Background: an optimization exercise with open tools, aiming at small area and a short achievable clock period. Do not read the settings as production practice. The RTL was checked by simulation tests, not by an equivalence proof against the original design. Power figures rest on the tool's default switching activity, not on a simulated workload.

**flow/run.sh**
```bash
#!/bin/bash
# synth_recipe.tcl (not shown) runs the flow's synth.tcl, then flattens the netlist and writes it again
# the make line also repeats each setting of config.mk as NAME=value (left out here)
make -C /OpenROAD-flow-scripts/flow DESIGN_CONFIG=/design/flow/config.mk WORK_HOME=/design/flow/orfs CLKGATE_MAP_FILE= SYNTH_SCRIPT=/design/flow/synth_recipe.tcl finish
```
**flow/design.v**
```verilog
module irq_target #(
    parameter N  = 128,
    parameter IW = 7
) (
    input  wire          clk,
    input  wire          rst,             
    input  wire [N-1:0]  src_line,        
    input  wire          cfg_we,          
    input  wire [IW-1:0] cfg_idx,
    input  wire          cfg_sense,       
    input  wire          cfg_en,
    input  wire [3:0]    cfg_prio,
    input  wire          pend_clr,        
    input  wire [IW-1:0] clr_idx,
    input  wire          ack,             
    input  wire          eoi,             
    output wire [N-1:0]  pend,
    output wire          irq,             
    output wire [IW-1:0] cand_src,
    output wire [3:0]    cand_prio,
    output wire [4:0]    run_prio,        
    output wire          ack_valid,       
    output wire [9:0]    ack_src,         
    output wire [15:0]   spurious_cnt,
    output wire [15:0]   eoi_empty_cnt
);
    reg [N-1:0] sense_q;
    reg [N-1:0] en_q;
    reg [3:0]   prio_q [0:N-1];
    reg [N-1:0] line_q;
    reg [N-1:0] pend_q;
    reg [3:0]   stack_q [0:15];
    reg [4:0]   depth_q;                  
    reg         ack_valid_q;
    reg [9:0]   ack_src_q;
    reg [15:0]  spurious_q;
    reg [15:0]  eoi_empty_q;
    wire [4:0] run = (depth_q == 5'd0) ? 5'd16 : {1'b0, stack_q[depth_q - 5'd1]};
    reg          found;
    reg [IW-1:0] best_idx;
    reg [3:0]    best_prio;
    integer i;
    always @* begin
        found     = 1'b0;
        best_idx  = {IW{1'b0}};
        best_prio = 4'd0;
        for (i = 0; i < N; i = i + 1) begin
            if (pend_q[i] && en_q[i] && {1'b0, prio_q[i]} < run) begin
                if (!found || prio_q[i] < best_prio) begin
                    found     = 1'b1;
                    best_idx  = i[IW-1:0];
                    best_prio = prio_q[i];
                end
            end
        end
    end
    wire claim_ok = ack && found;
    wire       pop      = eoi && (depth_q != 5'd0);
    wire [4:0] depth_ep = pop ? depth_q - 5'd1 : depth_q;
    integer n;
    always @(posedge clk) begin
        if (rst) begin
            sense_q     <= {N{1'b0}};
            en_q        <= {N{1'b0}};
            line_q      <= {N{1'b0}};
            pend_q      <= {N{1'b0}};
            depth_q     <= 5'd0;
            ack_valid_q <= 1'b0;
            ack_src_q   <= 10'd0;
            spurious_q  <= 16'd0;
            eoi_empty_q <= 16'd0;
            for (n = 0; n < N; n = n + 1)
                prio_q[n] <= 4'd15;
            for (n = 0; n < 16; n = n + 1)
                stack_q[n] <= 4'd0;
        end else begin
            line_q <= src_line;
            for (n = 0; n < N; n = n + 1) begin
                if (cfg_we && cfg_idx == n[IW-1:0])
                    pend_q[n] <= src_line[n];
                else if (!sense_q[n])
                    pend_q[n] <= src_line[n];
                else if (src_line[n] && !line_q[n])
                    pend_q[n] <= 1'b1;
                else if ((claim_ok && best_idx == n[IW-1:0]) ||
                         (pend_clr && clr_idx == n[IW-1:0]))
                    pend_q[n] <= 1'b0;
            end
            if (cfg_we) begin
                sense_q[cfg_idx] <= cfg_sense;
                en_q[cfg_idx]    <= cfg_en;
                prio_q[cfg_idx]  <= cfg_prio;
            end
            if (claim_ok) begin
                stack_q[depth_ep[3:0]] <= best_prio;
                depth_q <= depth_ep + 5'd1;
            end else begin
                depth_q <= depth_ep;
            end
            if (eoi && depth_q == 5'd0 && eoi_empty_q != 16'hFFFF)
                eoi_empty_q <= eoi_empty_q + 16'd1;
            ack_valid_q <= ack;
            if (ack)
                ack_src_q <= found ? {{(10-IW){1'b0}}, best_idx} : 10'd1023;
            if (ack && !found && spurious_q != 16'hFFFF)
                spurious_q <= spurious_q + 16'd1;
        end
    end
    assign pend          = pend_q;
    assign irq           = found;
    assign cand_src      = best_idx;
    assign cand_prio     = best_prio;
    assign run_prio      = run;
    assign ack_valid     = ack_valid_q;
    assign ack_src       = ack_src_q;
    assign spurious_cnt  = spurious_q;
    assign eoi_empty_cnt = eoi_empty_q;
endmodule
```
**flow/constraint.sdc**
```tcl
create_clock -name core_clock -period 240.0 [get_ports {clk}]
set_input_delay 48.0000 -clock core_clock [delete_from_list [all_inputs] [get_ports {clk}]]
set_output_delay 48.0000 -clock core_clock [all_outputs]
set_load 0.01 [all_outputs]
```
**flow/config.mk**
```make
export PLATFORM = sky130hd
export DESIGN_NAME = irq_target
export DESIGN_NICKNAME = irq_target
export VERILOG_FILES = /design/flow/design.v
export SDC_FILE = /design/flow/constraint.sdc
export NUM_CORES = 4
export LEC_CHECK = 0
export ABC_CLOCK_PERIOD_IN_PS = 40
export CAP_MARGIN = 20
export CORE_MARGIN = 2
export CORE_UTILIZATION = 40
export SETUP_SLACK_MARGIN = 5
export SLEW_MARGIN = 20
```
==> results of run 1 <==
layer usage:
metal  GRT usage  wire, microns
met2       0.527         182000
met5           0            239
met3      0.0848          45300
met1       0.461         170000
met4       0.235          33600
synthesized netlist by cell type (all sizes together), types with 43 or more instances:
cell type  count
nor2         910
and2         111
xnor2         53
nand2b       203
buf          125
or3          493
o22ai         71
a22o          80
nand3        235
nor3         195
ha           544
a31oi        129
nand4         72
mux2i        181
mux2          89
o31a          44
and2b         55
a211oi       137
o211ai       264
and3          63
a21oi        637
a22oi         88
o2111ai       45
or2b          49
or2          162
o211a        110
inv          602
dfxtp        558
a41oi         43
o21ai        970
xor2          47
maj3          72
a211o         66
nor4          78
o21a         160
edfxtp       576
nand2        948
clkbuf       365
o31ai         75
a21boi       117
a21o          76
cell usage in the layout (no fill, tap or decap), drive strengths merged, types with 76 or more instances in the layout:
cell / Yosys / layout
edfxtp: 576 / 576
clkbuf: 365 / 195
a21boi: 117 / 117
inv: 602 / 606
o21a: 160 / 160
or3: 493 / 493
a211oi: 137 / 137
mux2: 89 / 89
a22oi: 88 / 88
a21o: 76 / 76
o21ai: 970 / 970
a22o: 80 / 80
clkdlybuf4s50: 8 / 333
nor4: 78 / 78
a21oi: 637 / 637
and2: 111 / 111
or2: 162 / 162
nand2: 948 / 948
nand2b: 203 / 203
buf: 125 / 397
nor2: 910 / 910
mux2i: 181 / 181
nand3: 235 / 235
ha: 544 / 544
o211ai: 264 / 264
o211a: 110 / 110
nor3: 195 / 195
a31oi: 129 / 129
dfxtp: 558 / 558
flip-flops by register name, summed over array words and instances, names as in the netlist:
name         count
ack_src_q        8
ack_valid_q      1
depth_q          5
en_q           128
eoi_empty_q     16
line_q         128
pend_q         128
prio_q         512
sense_q        128
spurious_q      16
stack_q         64
area by class of cell:
| class | count | area [sq um] | share of cell area |
|---|---|---|---|
| Multi-Input combinational cell | 8266 | 59000 | 0.563 |
| Tap cell | 3009 | 3760 | 0.0359 |
| Clock inverter | 54 | 776 | 0.00741 |
| Clock buffer | 192 | 3840 | 0.0366 |
| Antenna cell | 22 | 55.1 | 0.000526 |
| Inverter | 603 | 2280 | 0.0218 |
| Timing Repair Buffer | 735 | 6530 | 0.0623 |
| Sequential cell | 1134 | 28500 | 0.272 |
cells by family after synthesis:
group | Yosys count | share of synthesized area
buf+inv | 1115 | 0.0613
fa+ha+maj | 616 | 0.0828
simple gates | 3727 | 0.214
xor+xnor | 100 | 0.00987
compound gates | 3537 | 0.282
flops | 1134 | 0.313
mux | 286 | 0.0377
through the flow:
stage                     hold slack [ns]  std cells
after floorplan                     0.425      10500
after global placement              0.440      13500
after detailed placement            0.445      13500
after CTS                           0.453      13800
after global routing                0.476      14000
final                               0.457      14000
what timing repair did:
| item | in CTS | in global routing |
|---|---|---|
| hold buffers | 0 | 0 |
| hold endpoints to repair | 0 | 0 |
| pin swaps | 20 | 127 |
| resized for setup | 125 | 319 |
| endpoints found under the setup margin | 11 | 11 |
| setup buffers | 31 | 185 |
| gates cloned | 2 | 1 |
==> qor.csv, run 1 <==
stage;metric;value;unit
final_layout;proportion of layout cells with a drive suffix above 1;0.183;
drt;antenna-violating nets left;0;
setup_path;CP max stage cell;clkdlybuf4s50_1;
grt;first-pass GRT wire length;603000;microns
final_layout;final core utilization;0.462;
final_layout;nets;11600;
placement;final RePlAce weighted congestion;1.05;
timing;skew final;0.0521;ns
grt;largest net degree at the start of global routing;71;
floorplanning;IO Pins;342;
setup_path;Reg2Reg Depth;925;
floorplanning;die height;481;microns
setup_path;worst setup path endpoint;cand_src[5];
power;Biggest consumer;combinational cells;
setup_path;reg2reg start;depth_q[0];
setup_path;Data required, critical path;192.00;ns
power;Net Switching;0.000363;W
grt;antenna violations before repair;56;
synthesis;Yosys warning total;1;
setup_path;CP max FO;11;
power;Sw Ratio;0.443;
synthesis;biggest area consumer among synthesized cells;edfxtp_1;
drt;DRT Pass-1 Iters;7;
power;seq pwr;0.000225;W
synthesis;Async S/R FF share, synth;0;
synthesis;cells taking the most area after synthesis;edfxtp_1, dfxtp_1, ha_1, o21ai_0, nand2_1;
final_layout;FILL cells;22100;
power;Pleak;38.7;nW
floorplanning;full die area;231000;sq um
synthesis;Post-Syn Area per Cell;8.66;sq um
clocking;CTS tree;built;
grt;Total GRT Usage;0.356;
power;clock-net power;0.000216;W
power;Internal Power;0.000455;W
drt;via count;91100;
final_layout;Area Overhead vs Synth;15.0;%
grt;vias in the first global route;83700;
floorplanning;Die X;481;microns
clocking;# clock sinks;1134;
timing;FMAX;0.00443;GHz
setup_path;slack of the worst reg-to-reg path;62.28;ns
synthesis;Synth Flop Type;edfxtp_1;
floorplanning;cell row count;175;
timing;Slew Limit Headroom;0.138;
timing;final worst path period share;0.941;
power;combinational gate power;0.000376;W
job;max_cap viols;0;
synthesis;synth unique cells;221;
clocking;Max clock buf depth;3;
floorplanning;core footprint;227000;sq um
synthesis;FF+latch count, synth;1134;
drt;Post-route DRC;0;
setup_path;type of origin of the critical path;flip-flop;
timing;final number of max-transition violations;0;
placement;pre-CTS setup slack;-6.06;ns
power;sequential cell fraction of total power;0.275;
clocking;Num CTS Buffers;136;
timing;Fin. Hold Viols;0;
timing;Final setup violation count;0;
setup_path;Top delay family on crit path;compound AO/OA/AOI/OAI gates;
grt;grt ovf;0;
setup_path;WS Path Type;flip-flop to output pin;
setup_path;CP Buf/Inv Count;41;
worst_hold_path;worst hold stages;2;
setup_path;Reg2Reg Capture Point;pend_q[52];
placement;dpl hpwl;324000;microns
synthesis;syn_nets;11200;
drt;1st-iter DRT viols;11400;
synthesis;Post-Syn Instances;10500;
setup_path;crit-path most repeated cell;ha_1;
worst_hold_path;Hold/Removal Path Class;flip-flop to flip-flop;
synthesis;Synth Cell Area;91100;sq um
synthesis;Yosys top cell area share;0.190;
floorplanning;Starting Density;0.401;
worst_hold_path;Worst Hold End;sense_q[78];
power;part of the power in combinational logic;0.460;
power;P per Cell Area;7.81;nW/um^2
synthesis;register area share after synthesis;0.313;
drt;Via density;6.50;
setup_path;Crit. End Element;output pin;
setup_path;max incr delay on CP;0.60;ns
clocking;worst skew pair latency;0.85;ns
drt;drt wl/cell;30.8;microns
placement;PortBufs;341;
worst_hold_path;hold path start;sense_q[78];
final_layout;final instance area;105000;sq um
power;Clock power frac;0.264;
timing;RSZ-0062 raised after global routing;no;
clocking;H-tree levels;4;
drt;Total Wirelength;432000;microns
setup_path;Arr. time, crit path;177.91;ns
synthesis;Post-synth EDFFs;576;
timing;setup ws final;14.09;ns
status;outcome;finished clean;
timing;fin crit period;225.91;ns
power;Total Power;0.000818;W
setup_path;CP startpoint;depth_q[0];
timing;worst-margin pin slew;1.28;ns
placement;placed cell area;96400;sq um
timing;setup tns final;0;ns
clocking;clk slew on worst S/H paths;0.06;ns
clocking;CTS root buffer;clkbuf_16;
power;worst vdd ir;0.0137;mV
setup_path;cell depth of the worst setup path;899;
==> inputs of run 2 (changes only) <==
==> flow/design.v (replaced) <==
module irq_target #(
    parameter N  = 128,
    parameter IW = 7
) (
    input  wire          clk,
    input  wire          rst,             
    input  wire [N-1:0]  src_line,        
    input  wire          cfg_we,          
    input  wire [IW-1:0] cfg_idx,
    input  wire          cfg_sense,       
    input  wire          cfg_en,
    input  wire [3:0]    cfg_prio,
    input  wire          pend_clr,        
    input  wire [IW-1:0] clr_idx,
    input  wire          ack,             
    input  wire          eoi,             
    output wire [N-1:0]  pend,
    output wire          irq,             
    output wire [IW-1:0] cand_src,
    output wire [3:0]    cand_prio,
    output wire [4:0]    run_prio,        
    output wire          ack_valid,       
    output wire [9:0]    ack_src,         
    output wire [15:0]   spurious_cnt,
    output wire [15:0]   eoi_empty_cnt
);
    reg [N-1:0] sense_q;
    reg [N-1:0] en_q;
    reg [N-1:0] p0_q, p1_q, p2_q, p3_q;   
    reg [N-1:0] line_q;
    reg [N-1:0] pend_q;
    reg [15:0]  stk_q;                    
    reg         ack_valid_q;
    reg         ack_spur_q;
    reg [IW-1:0] ack_idx_q;
    reg [15:0]  spurious_q;
    reg [15:0]  eoi_empty_q;
    reg [4:0] run;
    integer j;
    always @* begin
        run = 5'd16;
        for (j = 15; j >= 0; j = j - 1)
            if (stk_q[j]) run = j[4:0];
    end
    wire [N-1:0] v  = pend_q & en_q;
    wire [N-1:0] a3 = v  & ~p3_q;
    wire         z3 = |a3;
    wire [N-1:0] s3 = z3 ? a3 : v;
    wire [N-1:0] a2 = s3 & ~p2_q;
    wire         z2 = |a2;
    wire [N-1:0] s2 = z2 ? a2 : s3;
    wire [N-1:0] a1 = s2 & ~p1_q;
    wire         z1 = |a1;
    wire [N-1:0] s1 = z1 ? a1 : s2;
    wire [N-1:0] a0 = s1 & ~p0_q;
    wire         z0 = |a0;
    wire [N-1:0] s0 = z0 ? a0 : s1;
    wire [3:0] m     = {~z3, ~z2, ~z1, ~z0};
    wire       found = (|v) && ({1'b0, m} < run);
    reg [IW-1:0] low;
    integer k;
    always @* begin
        low = {IW{1'b0}};
        for (k = N - 1; k >= 0; k = k - 1)
            if (s0[k]) low = k[IW-1:0];
    end
    wire [IW-1:0] best_idx  = found ? low : {IW{1'b0}};
    wire [3:0]    best_prio = found ? m   : 4'd0;
    wire claim_ok = ack && found;
    wire empty    = (stk_q == 16'd0);
    wire [15:0] stk_pop = (eoi && !empty) ? (stk_q & (stk_q - 16'd1)) : stk_q;
    wire [15:0] stk_nxt = claim_ok ? (stk_pop | (16'd1 << m)) : stk_pop;
    integer n;
    always @(posedge clk) begin
        line_q <= src_line;
        if (rst) begin
            sense_q     <= {N{1'b0}};
            en_q        <= {N{1'b0}};
            pend_q      <= {N{1'b0}};
            stk_q       <= 16'd0;
            ack_valid_q <= 1'b0;
            ack_spur_q  <= 1'b0;
            ack_idx_q   <= {IW{1'b0}};
            spurious_q  <= 16'd0;
            eoi_empty_q <= 16'd0;
        end else begin
            for (n = 0; n < N; n = n + 1) begin
                if (cfg_we && cfg_idx == n[IW-1:0])
                    pend_q[n] <= src_line[n];
                else if (!sense_q[n])
                    pend_q[n] <= src_line[n];
                else if (src_line[n] && !line_q[n])
                    pend_q[n] <= 1'b1;
                else if ((claim_ok && low == n[IW-1:0]) ||
                         (pend_clr && clr_idx == n[IW-1:0]))
                    pend_q[n] <= 1'b0;
            end
            if (cfg_we) begin
                sense_q[cfg_idx] <= cfg_sense;
                en_q[cfg_idx]    <= cfg_en;
            end
            stk_q <= stk_nxt;
            if (eoi && empty && eoi_empty_q != 16'hFFFF)
                eoi_empty_q <= eoi_empty_q + 16'd1;
            ack_valid_q <= ack;
            if (ack) begin
                ack_spur_q <= !found;
                ack_idx_q  <= found ? low : {IW{1'b1}};
            end
            if (ack && !found && spurious_q != 16'hFFFF)
                spurious_q <= spurious_q + 16'd1;
        end
        if (cfg_we) begin
            p0_q[cfg_idx] <= cfg_prio[0];
            p1_q[cfg_idx] <= cfg_prio[1];
            p2_q[cfg_idx] <= cfg_prio[2];
            p3_q[cfg_idx] <= cfg_prio[3];
        end
    end
    assign pend          = pend_q;
    assign irq           = found;
    assign cand_src      = best_idx;
    assign cand_prio     = best_prio;
    assign run_prio      = run;
    assign ack_valid     = ack_valid_q;
    assign ack_src       = {{(10-IW){ack_spur_q}}, ack_idx_q};
    assign spurious_cnt  = spurious_q;
    assign eoi_empty_cnt = eoi_empty_q;
endmodule
==> run 2 against run 1 <==
Effect of this change:
- routed wire length decreased by 12%
- synthesized area down 36%
- hold slack better by 0.011 ns
- still clean
==> qor.csv, run 2 <==
stage;metric;value;unit;change
status;outcome;finished clean;;
synthesis;FF+latch count, synth;1081;;-4.7%
drt;DRT Pass-1 Iters;7;;unchanged
placement;pre-CTS setup slack;175.02;ns;+181.08 ns
clocking;CTS tree;built;;
clocking;CTS root buffer;clkbuf_16;;
final_layout;final core utilization;0.467;;+0.00526
setup_path;Crit. End Element;output pin;;
synthesis;most used standard cell by instance count after synthesis;nand2_1;;
drt;Post-route DRC;0;;unchanged
clocking;CTS Hold Bufs;0;;unchanged
synthesis;Synth Area in Simple Gates;0.188;;-0.0254
setup_path;reg2reg start;pend_q[6];;
setup_path;slack of the worst reg-to-reg path;221.44;ns;+159.16 ns
power;Total Power;0.000453;W;-45%
clocking;cts repair resizes;0;;-100%
power;P per Cell Area;6.77;nW/um^2;-13%
setup_path;CP max stage cell;a2111oi_0;;
grt;Total GRT Usage;0.498;;+0.142
synthesis;Post-synth EDFFs;512;;-11%
worst_hold_path;hold path start;en_q[32];;
timing;worst-margin pin slew;1.31;ns;+0.0276 ns
timing;setup tns final;0;ns;unchanged
worst_hold_path;worst hold stages;2;;unchanged
drt;Total Wirelength;381000;microns;-12%
synthesis;xor/xnor cell area share of the yosys netlist;0.00424;;-0.00562
timing;Final setup violation count;0;;unchanged
synthesis;Adder-Cell Fraction of Synth Area;0.00195;;-0.0809
clocking;Max clock buf depth;3;;unchanged
timing;RSZ-0062 raised after global routing;no;;
clocking;setup repair bufs after CTS;0;;-100%
floorplanning;core footprint;143000;sq um;-37%
floorplanning;Die X;384;microns;-20%
synthesis;biggest area consumer among synthesized cells;edfxtp_1;;
synthesis;mux contribution to synthesized area;0.0264;;-0.0113
placement;PortBufs;341;;unchanged
floorplanning;IO Pins;342;;unchanged
final_layout;nets;6796;;-41%
power;Pleak;23.0;nW;-41%
setup_path;WS Path Type;flip-flop to output pin;;
floorplanning;die height;384;microns;-20%
final_layout;proportion of layout cells with a drive suffix above 1;0.0835;;-0.0999
job;max_cap viols;0;;unchanged
drt;Via density;7.23;;+11%
power;worst vdd ir;0.00744;mV;-46%
grt;largest net degree at the start of global routing;176;;+150%
clocking;worst skew pair latency;0.81;ns;-0.04 ns
timing;final worst path period share;0.277;;-0.664
setup_path;max incr delay on CP;1.04;ns;+0.44 ns
grt;grt ovf;0;;unchanged
final_layout;FILL cells;13800;;-38%
timing;final number of max-transition violations;0;;unchanged
synthesis;Async S/R FF share, synth;0;;unchanged
timing;Fin. Hold Viols;0;;unchanged
synthesis;register area share after synthesis;0.463;;+0.150
clocking;H-tree levels;3;;-1
clocking;Num CTS Buffers;119;;-13%
synthesis;Post-Syn Area per Cell;8.92;sq um;+3.0%
synthesis;Yosys top cell area share;0.266;;+0.0759
setup_path;CP max FO;151;;+140
setup_path;Reg2Reg Capture Point;pend_q[77];;
worst_hold_path;Hold/Removal Path Class;flip-flop to flip-flop;;
synthesis;combinational family with the most area after synthesis;compound AO/OA/AOI/OAI gates;;
grt;first-pass GRT wire length;500000;microns;-17%
placement;dpl hpwl;296000;microns;-8.7%
synthesis;Compound-Gate Fraction of Synth Area;0.271;;-0.0109
timing;FMAX;0.0150;GHz;+240%
synthesis;syn_nets;6647;;-41%
synthesis;Synth Flop Type;dfxtp_1;;
floorplanning;Starting Density;0.403;;+0.00158
synthesis;cells taking the most area after synthesis;edfxtp_1, dfxtp_1, o21ai_0, nand2_1, nor2_1;;
timing;setup ws final;173.52;ns;+159.42 ns
setup_path;Data required, critical path;192.00;ns;about the same
synthesis;Post-Syn Instances;6484;;-38%
drt;antenna-violating nets left;0;;unchanged
final_layout;Area Overhead vs Synth;15.9;%;
setup_path;Reg2Reg Depth;36;;-96%
timing;fin crit period;66.49;ns;-159.42 ns
timing;skew final;0.0831;ns;+0.0309 ns
final_layout;commonest non-fill, non-tap cell in the layout;nand2_1;;
synthesis;Yosys warning total;1;;unchanged
worst_hold_path;Worst Hold End;en_q[32];;
setup_path;type of origin of the critical path;flip-flop;;
grt;antenna violations before repair;17;;-70%
drt;1st-iter DRT viols;11900;;+4.8%
floorplanning;full die area;148000;sq um;-36%
timing;Slew Limit Headroom;0.124;;-0.0139
setup_path;Arr. time, crit path;18.48;ns;-159.43 ns
clocking;# clock sinks;1081;;-4.7%
synthesis;synth unique cells;110;;-50%
synthesis;Synth Cell Area;57800;sq um;-36%
synthesis;Post-synth top cells;nand2_1, o21ai_0, dfxtp_1;;
floorplanning;cell row count;139;;-21%
placement;final RePlAce weighted congestion;1.09;;+4.5%
drt;drt wl/cell;44.1;microns;+43%
drt;via count;62500;;-31%
setup_path;crit-path most repeated cell;buf_4;;
clocking;clk slew on worst S/H paths;0.07;ns;about the same
final_layout;most frequent cells in the layout;nand2_1, o21ai_0, dfxtp_1, nor2_1, edfxtp_1;;
grt;vias in the first global route;55300;;-34%
## run 2: cell count changes after synthesis, sizes merged, moves of 106 or more
cell and change:
a21oi -385, a22oi +156, ha -535, inv -408, mux2i -161, nand2b -162
nand3b +110, nor2 -382, nor3 -152, o211a -106, o21a -122, o21ai -193
or2 -144, or3 -474
## run 2: kinds of logic after synthesis
group | after synthesis
AO/OA/AOI/OAI | 2306
AND/OR/NAND/NOR | 2286
flip-flops | 1081
buffers and inverters | 636
multiplexers | 138
XOR/XNOR | 28
adder cells (fa/ha/maj) | 9
## run 2: metrics by stage
step	area [sq um]	std cells	hold slack, ns
3_5_place_dp	62900	8412	0.448
5_1_grt	67000	8637	0.482
2_1_floorplan	57800	6484	0.433
6_report	67000	8646	0.468
4_1_cts	66900	8633	0.457
3_3_place_gp	62900	8409	0.443
## run 2: per-layer routing
layer,routed length [microns],GRT usage,up-vias
met5,46,0,-
li1,-,-,24900
met3,54500,0.167,1138
met2,150000,0.686,5842
met1,142000,0.648,30600
met4,34600,0.358,8
## run 2: area by class of cell
class,count,area (sq um),area share
antenna,10,25.0,0.000374
inverter,195,737,0.0110
multi-input combinational,4767,28700,0.428
timing repair buffer,469,4400,0.0656
sequential,1081,26800,0.400
clock buffer,168,3470,0.0519
tap,1903,2380,0.0355
clock inverter,53,520,0.00777
## run 2: critical path, delay by kind of cell (launching register included)
family / cells / cell delay [ns]
AO/OA/AOI/OAI: 12 / 6.20
buffers and inverters: 8 / 3.95
flip-flops: 1 / 0.78
AND/OR/NAND/NOR: 16 / 6.07
## run 2: worst max-delay path by stage
stage                             end        from  cells past startpoint  slack (ns)
final                     cand_src[1]  pend_q[80]                     36      173.52
after CTS                 cand_src[1]  pend_q[80]                     36      174.18
after global placement    cand_src[1]  pend_q[80]                     36      175.07
after detailed placement  cand_src[1]  pend_q[80]                     36      175.02
after global routing      cand_src[1]  pend_q[80]                     36      173.97
after floorplan           cand_src[0]    p3_q[19]                     39      184.05
## run 2: power by group
part           switching [W]  leakage (nW)  internal (W)
sequential         0.0000130          9.69      0.000202
combinational      0.0000332          11.3     0.0000125
clock              0.0000867          1.96      0.000105
total               0.000133          23.0      0.000320

-- afterwards: timing with drivers on the ports --
Ports are ideal in the flow. The routed layouts listed here were re-timed in OpenROAD. Step 1 sets driving cells, clkbuf_16 on the clock port and buf_2 on the other inputs (assumed; they add their load-dependent delay and slew). Step 2, shift: input delay + t, output delay - t, t = (earliest + latest rising clock arrival at the registers) / 2. This alone moves slack from input paths to output paths. Slacks: ideal ports / drivers / drivers and shift; pairs: ideal ports / drivers.
| run | t (ns) | setup WS [ns] | worst setup path at the end | worst register clock-pin slew, ns |
|---|---|---|---|---|
| run 1 | 0.934 | 14.090 / 13.979 / 14.914 | register to output | 0.07 / 0.07 |
| run 2 | 0.855 | 173.515 / 173.425 / 174.281 | register to output | 0.07 / 0.07 |
After both steps every run listed still meets setup and hold.
